This is an optimization exercise on Yosys and OpenROAD, whose aim is small area, a short achievable clock period and few clock cycles per item, not a production implementation.
No run shown here included a check of the RTL's function; only the layout flow was run.
Power is estimated from default activity; no workload was simulated.

==> design.v <==
module qic_dec (
    input  wire         clk,
    input  wire         rst,         
    input  wire         in_valid,
    output wire         in_ready,
    input  wire         in_first,    
    input  wire [127:0] in_bits,     
    input  wire [383:0] in_rel,      
    output reg          out_valid,
    output reg  [119:0] out_data,
    output reg  [2:0]   out_corr     
);
    localparam [7:0] MARKER = 8'hB4;
    localparam [895:0] COLS = 896'h01010101010101fffbefcf7ebcf8efdbaf4e7cb8f0dfbb6ecd7ab4e8cf9b2e4c78b0e0bf7aedcb76acd8af5aad4a74a8d09f3a6cc972a4c88f1a2c4870a0bf7cf5e3b74e5c376cd5a3364c582f5cb562b54a54274c952234484f9e3a70d9a3260b962a50992223c70d182c5090e18283;
    localparam [895:0] POSS = 896'hefdbaf4e7cb8f0dfbb6ecd7ab4e8cf9b2e4c78b0e0bf7aedcb76acd8af5aad4a74a8d09f3a6cc972a4c88f1a2c4870a0c07ef9ebc76e9cfe70ddb3568cd93160bd72d58ad529509d325488d121407cf1d386cd7d3260b962a50992224078e1a305fc14244070c1427b06080fa01e7c7f;
    function automatic [130:0] lrb_round(input [127:0] excl,
                                         input [127:0] b2, input [127:0] b1,
                                         input [127:0] b0);
        reg [127:0] a1, a0, match, oh;
        reg [15:0]  gany, gpre;
        reg [7:0]   grp, gp;
        reg         m2, m1, m0;
        integer g, j;
        begin
            m2    = &(b2 | excl);
            a1    = excl | (b2 ^ {128{m2}});
            m1    = &(b1 | a1);
            a0    = a1 | (b1 ^ {128{m1}});
            m0    = &(b0 | a0);
            match = ~(a0 | (b0 ^ {128{m0}}));
            for (g = 0; g < 16; g = g + 1)
                gany[g] = |match[8*g +: 8];
            gpre[0] = 1'b0;
            for (g = 1; g < 16; g = g + 1)
                gpre[g] = gpre[g-1] | gany[g-1];
            for (g = 0; g < 16; g = g + 1) begin
                grp = match[8*g +: 8];
                gp[0] = 1'b0;
                for (j = 1; j < 8; j = j + 1)
                    gp[j] = gp[j-1] | grp[j-1];
                for (j = 0; j < 8; j = j + 1)
                    oh[8*g + j] = grp[j] & ~gp[j] & ~gpre[g];
            end
            lrb_round = {oh, m2, m1, m0};
        end
    endfunction
    function automatic [6:0] col_oh(input [127:0] oh);
        integer k;
        begin
            col_oh = 7'd0;
            for (k = 0; k < 128; k = k + 1)
                if (oh[k]) col_oh = col_oh | COLS[7*k +: 7];
        end
    endfunction
    function automatic [127:0] dec_col(input [6:0] c);
        integer k;
        begin
            for (k = 0; k < 128; k = k + 1)
                dec_col[k] = (c == COLS[7*k +: 7]);
        end
    endfunction
    reg         v0;
    reg [127:0] rb;
    reg [383:0] rr;
    assign in_ready = 1'b1;
    always @(posedge clk) begin
        v0 <= in_valid & ~rst;
        rb <= in_first ? (in_bits ^ {MARKER, 120'd0}) : in_bits;
        rr <= in_rel;
    end
    wire [127:0] p2, p1, p0;
    genvar gk;
    generate
        for (gk = 0; gk < 128; gk = gk + 1) begin : g_pl
            assign p2[gk] = rr[3*gk+2];
            assign p1[gk] = rr[3*gk+1];
            assign p0[gk] = rr[3*gk];
        end
    endgenerate
    reg [7:0] syn0;
    integer k;
    always @(*) begin
        syn0 = 8'd0;
        for (k = 0; k < 128; k = k + 1)
            if (rb[k]) syn0 = syn0 ^ {1'b1, COLS[7*k +: 7]};
    end
    wire [130:0] rd0 = lrb_round(128'd0, p2, p1, p0);
    wire [127:0] e1  = rd0[130:3];
    wire [130:0] rd1 = lrb_round(e1, p2, p1, p0);
    wire [127:0] e2  = e1 | rd1[130:3];
    wire [130:0] rd2 = lrb_round(e2, p2, p1, p0);
    reg         v1;
    reg [119:0] q_data;
    reg [7:0]   q_syn;
    reg [383:0] q_rel;
    reg [6:0]   q_c0, q_c1, q_c2;
    reg [2:0]   q_r0, q_r1, q_r2;
    always @(posedge clk) begin
        v1     <= v0 & ~rst;
        q_data <= rb[119:0];
        q_syn  <= syn0;
        q_rel  <= rr;
        q_c0   <= col_oh(rd0[130:3]);
        q_c1   <= col_oh(rd1[130:3]);
        q_c2   <= col_oh(rd2[130:3]);
        q_r0   <= rd0[2:0];
        q_r1   <= rd1[2:0];
        q_r2   <= rd2[2:0];
    end
    wire [127:0] q2, q1, q0;
    wire [2:0]   tab [0:127];    
    generate
        for (gk = 0; gk < 128; gk = gk + 1) begin : g_pl2
            assign q2[gk] = q_rel[3*gk+2];
            assign q1[gk] = q_rel[3*gk+1];
            assign q0[gk] = q_rel[3*gk];
            assign tab[gk] = q_rel[3*POSS[7*gk +: 7] +: 3];
        end
    endgenerate
    wire [127:0] h0 = dec_col(q_c0);
    wire [127:0] h1 = dec_col(q_c1);
    wire [127:0] h2 = dec_col(q_c2);
    wire [130:0] rd3 = lrb_round(h0 | h1 | h2, q2, q1, q0);
    wire [127:0] h3 = rd3[130:3];
    wire [6:0]   c3 = col_oh(h3);
    wire [6:0] cc [0:3];
    wire [2:0] rl [0:3];
    assign cc[0] = q_c0; assign cc[1] = q_c1; assign cc[2] = q_c2; assign cc[3] = c3;
    assign rl[0] = q_r0; assign rl[1] = q_r1; assign rl[2] = q_r2; assign rl[3] = rd3[2:0];
    reg [6:0] sm   [0:15];
    reg [5:0] base [0:15];
    reg [2:0] nb   [0:15];
    reg       zr   [0:15];
    integer m, i;
    always @(*) begin
        for (m = 0; m < 16; m = m + 1) begin
            sm[m]   = q_syn[6:0];
            base[m] = 6'd0;
            nb[m]   = 3'd0;
            for (i = 0; i < 4; i = i + 1)
                if (m[i]) begin
                    sm[m]   = sm[m] ^ cc[i];
                    base[m] = base[m] + {3'd0, rl[i]};
                    nb[m]   = nb[m] + 3'd1;
                end
            zr[m] = (sm[m] == 7'd0);
        end
    end
    reg       bf   [0:7];
    reg [2:0] er   [0:7];
    reg       okc  [0:15];
    reg [5:0] cost [0:15];
    reg [2:0] nchg [0:15];
    reg       fx   [0:15];
    reg       hit;
    integer p;
    always @(*) begin
        for (p = 0; p < 8; p = p + 1) begin
            bf[p] = ~q_syn[7] ^ p[0] ^ p[1] ^ p[2];
            er[p] = tab[bf[p] ? sm[2*p+1] : sm[2*p]];
        end
        for (m = 0; m < 16; m = m + 1) begin
            fx[m] = (m[0] == bf[m/2]);
            hit = 1'b0;
            for (i = 0; i < 4; i = i + 1)
                if (m[i] && zr[m ^ (1 << i)]) hit = 1'b1;
            if (fx[m]) begin
                okc[m]  = 1'b1;
                cost[m] = hit ? base[m] - {3'd0, er[m/2]} : base[m] + {3'd0, er[m/2]};
                nchg[m] = hit ? nb[m] - 3'd1 : nb[m] + 3'd1;
            end else begin
                okc[m]  = zr[m];
                cost[m] = base[m];
                nchg[m] = nb[m];
            end
        end
    end
    reg [3:0] tb_i [0:15];
    reg [5:0] tb_c [0:15];
    reg       tb_o [0:15];
    reg [3:0] best;
    integer w, n;
    always @(*) begin
        for (m = 0; m < 16; m = m + 1) begin
            tb_i[m] = m[3:0];
            tb_c[m] = cost[m];
            tb_o[m] = okc[m];
        end
        for (w = 1; w < 16; w = w * 2)
            for (n = 0; n < 16; n = n + 2 * w)
                if (tb_o[n + w] && (!tb_o[n] || tb_c[n + w] < tb_c[n])) begin
                    tb_i[n] = tb_i[n + w];
                    tb_c[n] = tb_c[n + w];
                    tb_o[n] = 1'b1;
                end
        best = tb_i[0];
    end
    wire [127:0] he = dec_col(sm[best]);
    wire [127:0] flip = ({128{best[0]}} & h0) | ({128{best[1]}} & h1) |
                        ({128{best[2]}} & h2) | ({128{best[3]}} & h3);
    wire [127:0] flip2 = flip ^ ({128{fx[best]}} & he);
    always @(posedge clk) begin
        out_valid <= v1 & ~rst;
        out_data  <= q_data ^ flip2[119:0];
        out_corr  <= nchg[best];
    end
endmodule
==> run.sh <==
#!/bin/bash
# synth_recipe.tcl (not shown) runs the flow's synth.tcl, then flattens the netlist and writes it again
# the make line also repeats each setting of config.mk as NAME=value (left out here)
make -C /OpenROAD-flow-scripts/flow DESIGN_CONFIG=/design/flow/config.mk WORK_HOME=/design/flow/orfs CLKGATE_MAP_FILE= SYNTH_SCRIPT=/design/flow/synth_recipe.tcl finish
==> config.mk <==
export PLATFORM = sky130hd
export DESIGN_NAME = qic_dec
export DESIGN_NICKNAME = qic_dec
export VERILOG_FILES = /design/flow/design.v
export SDC_FILE = /design/flow/constraint.sdc
export NUM_CORES = 8
export LEC_CHECK = 0
export CAP_MARGIN = 20
export CORE_MARGIN = 2
export CORE_UTILIZATION = 40
export PLACE_DENSITY = 0.55
export SLEW_MARGIN = 20
==> constraint.sdc <==
create_clock -name core_clock -period 70.0 [get_ports {clk}]
set_input_delay 14.0000 -clock core_clock [delete_from_list [all_inputs] [get_ports {clk}]]
set_output_delay 14.0000 -clock core_clock [all_outputs]
set_load 0.01 [all_outputs]
==> results.tsv, run 1 <==
stage	metric	value	unit
run_status	status	aborted with a tool error	
run_status	haltStage	global routing (5_1_grt)	
run_status	stop_error	[ERROR GRT-0116] Global routing finished with congestion. Check the congestion regions in the DRC Viewer.	
global_routing	track_usage	1.08	
floorplan	fp.dieH	558	um
clock_tree	cts_resized	0	
floorplan	io_pins	641	
clock_tree	cts_setup_buffers	0	
placed_design	dp.final_hpwl	1170000	um
logic_synthesis	yosysSeqAreaShare	0.192	
logic_synthesis	synth_area	0.123	mm2
logic_synthesis	synth.top_cell.area_share	0.192	
clock_tree	cts_sinks	1180	
floorplan	initial_core_util	0.402	
floorplan	num_rows	203	
clock_tree	cts_buffers	139	
logic_synthesis	synth_area_per_cell	7.11	um2
logic_synthesis	ys.warnings.count	14	
clock_tree	cts-root-buf	clkbuf_16	
logic_synthesis	synth_area_leader_cell	dfxtp_1	
logic_synthesis	ys.flop_type	dfxtp_1	
placed_design	gp_congestion	1.67	
clock_tree	ctsLongestPathBuffers	4	
floorplan	die_x	558	um
logic_synthesis	synth_seq_cells	1180	
logic_synthesis	synth_cell_types	130	
logic_synthesis	synthCells	17300	
clock_tree	cts_hold_buf	0	
global_routing	grt_overflow	34800	
logic_synthesis	synth_enable_flop_cells	0	
clock_tree	htree_levels	4	
global_routing	grt_first_pass_wirelength	2330000	um
global_routing	grt_max_degree	172	
logic_synthesis	synthArstFlopShare	0	
placed_design	io_buffer_count	639	
global_routing	grt_pass1_vias	210000	
logic_synthesis	synthTopCellsByArea	dfxtp_1 (19%), xnor2_1 (6.8%), a22oi_1 (5.2%)	
-- worst max-delay path by stage --
stage               slack [ns]  cells past startpoint                     to       startpoint
floorplan                46.45                    103   out_data[52]$_DFF_P_  q_c2[1]$_DFF_P_
global placement         34.97                     95   out_data[70]$_DFF_P_  q_c2[3]$_DFF_P_
detailed placement       35.56                     95   out_data[66]$_DFF_P_  q_c2[3]$_DFF_P_
CTS                      35.53                     95  out_data[112]$_DFF_P_  q_c2[3]$_DFF_P_
-- power groups by stage --
| stage | clock network (W) | logic, W | registers (W) |
|---|---|---|---|
| floorplan | 0 | 0.0119 | 0.000889 |
| global placement | 0 | 0.0199 | 0.000894 |
| detailed placement | 0 | 0.0202 | 0.000896 |
| CTS | 0.000775 | 0.0203 | 0.000883 |
-- synthesized netlist by cell type, drive strengths merged, types with 403 or more instances --
library cell  count
nand3           777
nand2          1470
clkbuf         1052
o21ai           856
inv             585
nand4           461
o22ai           451
nor4            403
nor2           1237
buf             541
dfxtp          1180
nor3            536
a22oi           851
xnor2           962
a21oi          1253
-- stage by stage --
step	area, um2	hold slack (ns)	std cells	setup WS [ns]
after detailed placement	142000	0.357	22100	35.56
after CTS	146000	0.354	22300	35.53
after global placement	141000	0.351	22100	34.97
after floorplan	123000	0.326	17300	46.45
-- kinds of logic after synthesis --
logic type | synth area share
AND/OR/NAND/NOR | 0.272
AO/OA/AOI/OAI | 0.335
buffers and inverters | 0.0733
XOR/XNOR | 0.0919
flip-flops | 0.192
adder cells (fa/ha/maj) | 0.0251
multiplexers | 0.00984
other | 0.0000305
-- per-layer routing --
metal,GRT overflow,track usage
met1,4277,0.984
met2,22300,1.33
met3,3069,0.945
met4,4809,1.08
met5,341,0.798
==> run 2, diff against run 1 <==
--- a/design.v
+++ b/design.v
@@ -23,11 +23,11 @@
         integer g, j;
         begin
             m2    = &(b2 | excl);
-            a1    = excl | (b2 ^ {128{m2}});
+            a1    = excl | (b2 & {128{~m2}});
             m1    = &(b1 | a1);
-            a0    = a1 | (b1 ^ {128{m1}});
+            a0    = a1 | (b1 & {128{~m1}});
             m0    = &(b0 | a0);
-            match = ~(a0 | (b0 ^ {128{m0}}));
+            match = ~(a0 | (b0 & {128{~m0}}));
             for (g = 0; g < 16; g = g + 1)
                 gany[g] = |match[8*g +: 8];
             gpre[0] = 1'b0;
@@ -85,48 +85,68 @@
             if (rb[k]) syn0 = syn0 ^ {1'b1, COLS[7*k +: 7]};
     end
     wire [130:0] rd0 = lrb_round(128'd0, p2, p1, p0);
-    wire [127:0] e1  = rd0[130:3];
-    wire [130:0] rd1 = lrb_round(e1, p2, p1, p0);
-    wire [127:0] e2  = e1 | rd1[130:3];
-    wire [130:0] rd2 = lrb_round(e2, p2, p1, p0);
+    wire [130:0] rd1 = lrb_round(rd0[130:3], p2, p1, p0);
+    reg         va;
+    reg [119:0] a_data;
+    reg [7:0]   a_syn;
+    reg [383:0] a_rel;
+    reg [6:0]   a_c0, a_c1;
+    reg [2:0]   a_r0, a_r1;
+    always @(posedge clk) begin
+        va     <= v0 & ~rst;
+        a_data <= rb[119:0];
+        a_syn  <= syn0;
+        a_rel  <= rr;
+        a_c0   <= col_oh(rd0[130:3]);
+        a_c1   <= col_oh(rd1[130:3]);
+        a_r0   <= rd0[2:0];
+        a_r1   <= rd1[2:0];
+    end
+    wire [127:0] a2, a1, a0;
+    generate
+        for (gk = 0; gk < 128; gk = gk + 1) begin : g_pla
+            assign a2[gk] = a_rel[3*gk+2];
+            assign a1[gk] = a_rel[3*gk+1];
+            assign a0[gk] = a_rel[3*gk];
+        end
+    endgenerate
+    wire [127:0] ex2 = dec_col(a_c0) | dec_col(a_c1);
+    wire [130:0] rd2 = lrb_round(ex2, a2, a1, a0);
+    wire [130:0] rd3 = lrb_round(ex2 | rd2[130:3], a2, a1, a0);
     reg         v1;
     reg [119:0] q_data;
     reg [7:0]   q_syn;
     reg [383:0] q_rel;
-    reg [6:0]   q_c0, q_c1, q_c2;
-    reg [2:0]   q_r0, q_r1, q_r2;
-    always @(posedge clk) begin
-        v1     <= v0 & ~rst;
-        q_data <= rb[119:0];
-        q_syn  <= syn0;
-        q_rel  <= rr;
-        q_c0   <= col_oh(rd0[130:3]);
-        q_c1   <= col_oh(rd1[130:3]);
+    reg [6:0]   q_c0, q_c1, q_c2, q_c3;
+    reg [2:0]   q_r0, q_r1, q_r2, q_r3;
+    always @(posedge clk) begin
+        v1     <= va & ~rst;
+        q_data <= a_data;
+        q_syn  <= a_syn;
+        q_rel  <= a_rel;
+        q_c0   <= a_c0;
+        q_c1   <= a_c1;
         q_c2   <= col_oh(rd2[130:3]);
-        q_r0   <= rd0[2:0];
-        q_r1   <= rd1[2:0];
+        q_c3   <= col_oh(rd3[130:3]);
+        q_r0   <= a_r0;
+        q_r1   <= a_r1;
         q_r2   <= rd2[2:0];
-    end
-    wire [127:0] q2, q1, q0;
+        q_r3   <= rd3[2:0];
+    end
     wire [2:0]   tab [0:127];    
     generate
-        for (gk = 0; gk < 128; gk = gk + 1) begin : g_pl2
-            assign q2[gk] = q_rel[3*gk+2];
-            assign q1[gk] = q_rel[3*gk+1];
-            assign q0[gk] = q_rel[3*gk];
+        for (gk = 0; gk < 128; gk = gk + 1) begin : g_tab
             assign tab[gk] = q_rel[3*POSS[7*gk +: 7] +: 3];
         end
     endgenerate
     wire [127:0] h0 = dec_col(q_c0);
     wire [127:0] h1 = dec_col(q_c1);
     wire [127:0] h2 = dec_col(q_c2);
-    wire [130:0] rd3 = lrb_round(h0 | h1 | h2, q2, q1, q0);
-    wire [127:0] h3 = rd3[130:3];
-    wire [6:0]   c3 = col_oh(h3);
+    wire [127:0] h3 = dec_col(q_c3);
     wire [6:0] cc [0:3];
     wire [2:0] rl [0:3];
-    assign cc[0] = q_c0; assign cc[1] = q_c1; assign cc[2] = q_c2; assign cc[3] = c3;
-    assign rl[0] = q_r0; assign rl[1] = q_r1; assign rl[2] = q_r2; assign rl[3] = rd3[2:0];
+    assign cc[0] = q_c0; assign cc[1] = q_c1; assign cc[2] = q_c2; assign cc[3] = q_c3;
+    assign rl[0] = q_r0; assign rl[1] = q_r1; assign rl[2] = q_r2; assign rl[3] = q_r3;
     reg [6:0] sm   [0:15];
     reg [5:0] base [0:15];
     reg [2:0] nb   [0:15];
--- a/config.mk
+++ b/config.mk
@@ -7,6 +7,6 @@
 export LEC_CHECK = 0
 export CAP_MARGIN = 20
 export CORE_MARGIN = 2
-export CORE_UTILIZATION = 40
-export PLACE_DENSITY = 0.55
+export CORE_UTILIZATION = 22
+export PLACE_DENSITY = 0.35
 export SLEW_MARGIN = 20
==> run 2 against run 1 <==
  * Synthesized cell count is 1.5% higher
  * The run again fails in global routing (5_1_grt)
  * Area after synthesis is 7.9% higher
==> results.tsv, run 2 <==
stage	metric	value	unit
global_routing	grt_first_pass_wirelength	2770000	um
logic_synthesis	synth_enable_flop_cells	0	
clock_tree	htree_levels	4	
clock_tree	cts_buffers	208	
logic_synthesis	ys.flop_type	dfxtp_1	
logic_synthesis	yosysMostFrequentCell	dfxtp_1	
logic_synthesis	synth_common_cells	dfxtp_1 (1723), nand2_1 (1466), a21oi_1 (1235)	
clock_tree	cts_sinks	1723	
global_routing	grt_max_degree	144	
logic_synthesis	synth_mux_area_frac	0.0101	
global_routing	grt_pass1_vias	206000	
logic_synthesis	synth-compound-area-share	0.354	
logic_synthesis	synth_seq_cells	1723	
clock_tree	cts_setup_buffers	0	
placed_design	place_area	0.163	mm2
logic_synthesis	synthArstFlopShare	0	
logic_synthesis	synthSimpleGateAreaFrac	0.234	
placed_design	pre_cts_slack	47.70	ns
placed_design	dp.final_hpwl	1650000	um
floorplan	die_x	780	um
clock_tree	ctsLongestPathBuffers	4	
placed_design	io_buffer_count	639	
logic_synthesis	synth.top_cell.area_share	0.260	
floorplan	initial_core_util	0.220	
clock_tree	cts_resized	0	
run_status	stop_error	[ERROR GRT-0116] Global routing finished with congestion. Check the congestion regions in the DRC Viewer.	
floorplan	io_pins	641	
logic_synthesis	synth_area	0.133	mm2
logic_synthesis	synthTopCellsByArea	dfxtp_1 (26%), a22oi_1 (5.3%), a21oi_1 (4.7%)	
logic_synthesis	synth_fa_ha_area_frac	0.0233	
global_routing	grt_overflow	57	
logic_synthesis	synth_area_per_cell	7.56	um2
clock_tree	cts-root-buf	clkbuf_16	
floorplan	fp.dieH	780	um
logic_synthesis	synth_cell_types	129	
logic_synthesis	ys.warnings.count	14	
run_status	haltStage	global routing (5_1_grt)	
run_status	status	aborted with a tool error	
logic_synthesis	synth-xor-area-share	0.0548	
placed_design	gp_congestion	1.32	
floorplan	num_rows	285	
global_routing	track_usage	0.710	
logic_synthesis	synthCells	17600	
logic_synthesis	synth_area_leader_cell	dfxtp_1	
placed_design	placedCellCount	26900	
logic_synthesis	synth_top_family_by_area	compound AO/OA/AOI/OAI gates	
clock_tree	cts_hold_buf	0	
logic_synthesis	yosysSeqAreaShare	0.260	
## run 2: power groups by stage
stage | logic, W | registers [W] | clock network [W]
2_1_floorplan | 0.0119 | 0.00125 | 0
3_3_place_gp | 0.0202 | 0.00131 | 0
3_5_place_dp | 0.0209 | 0.00131 | 0
4_1_cts | 0.0210 | 0.00129 | 0.00116
## run 2: cells by family after synthesis
group	after synthesis
xor+xnor	793
fa+ha+maj	225
buf+inv	2090
flops	1723
mux	119
other cells	1
simple gates	6002
compound gates	6599
## run 2: how the worst max path moves through the flow
stage | start | endpoint | slack, ns | depth (start not counted)
3_5_place_dp | a_c1[3]$_DFF_P_ | q_c3[1]$_DFF_P_ | 47.70 | 48
3_3_place_gp | a_c1[3]$_DFF_P_ | q_c3[1]$_DFF_P_ | 46.95 | 49
4_1_cts | a_c1[3]$_DFF_P_ | q_c3[1]$_DFF_P_ | 47.61 | 48
2_1_floorplan | q_syn[7]$_DFF_P_ | out_data[65]$_DFF_P_ | 54.27 | 76
## run 2: through the flow
step	total power [W]	utilization
after floorplan	0.0131	-
after global placement	0.0215	0.270
after detailed placement	0.0222	0.271
after CTS	0.0234	0.282
## run 2: per-layer routing
layer  GRT overflow  GRT usage
met1              0      0.728
met2             33      0.843
met3              1      0.578
met4             23      0.663
met5              0      0.394
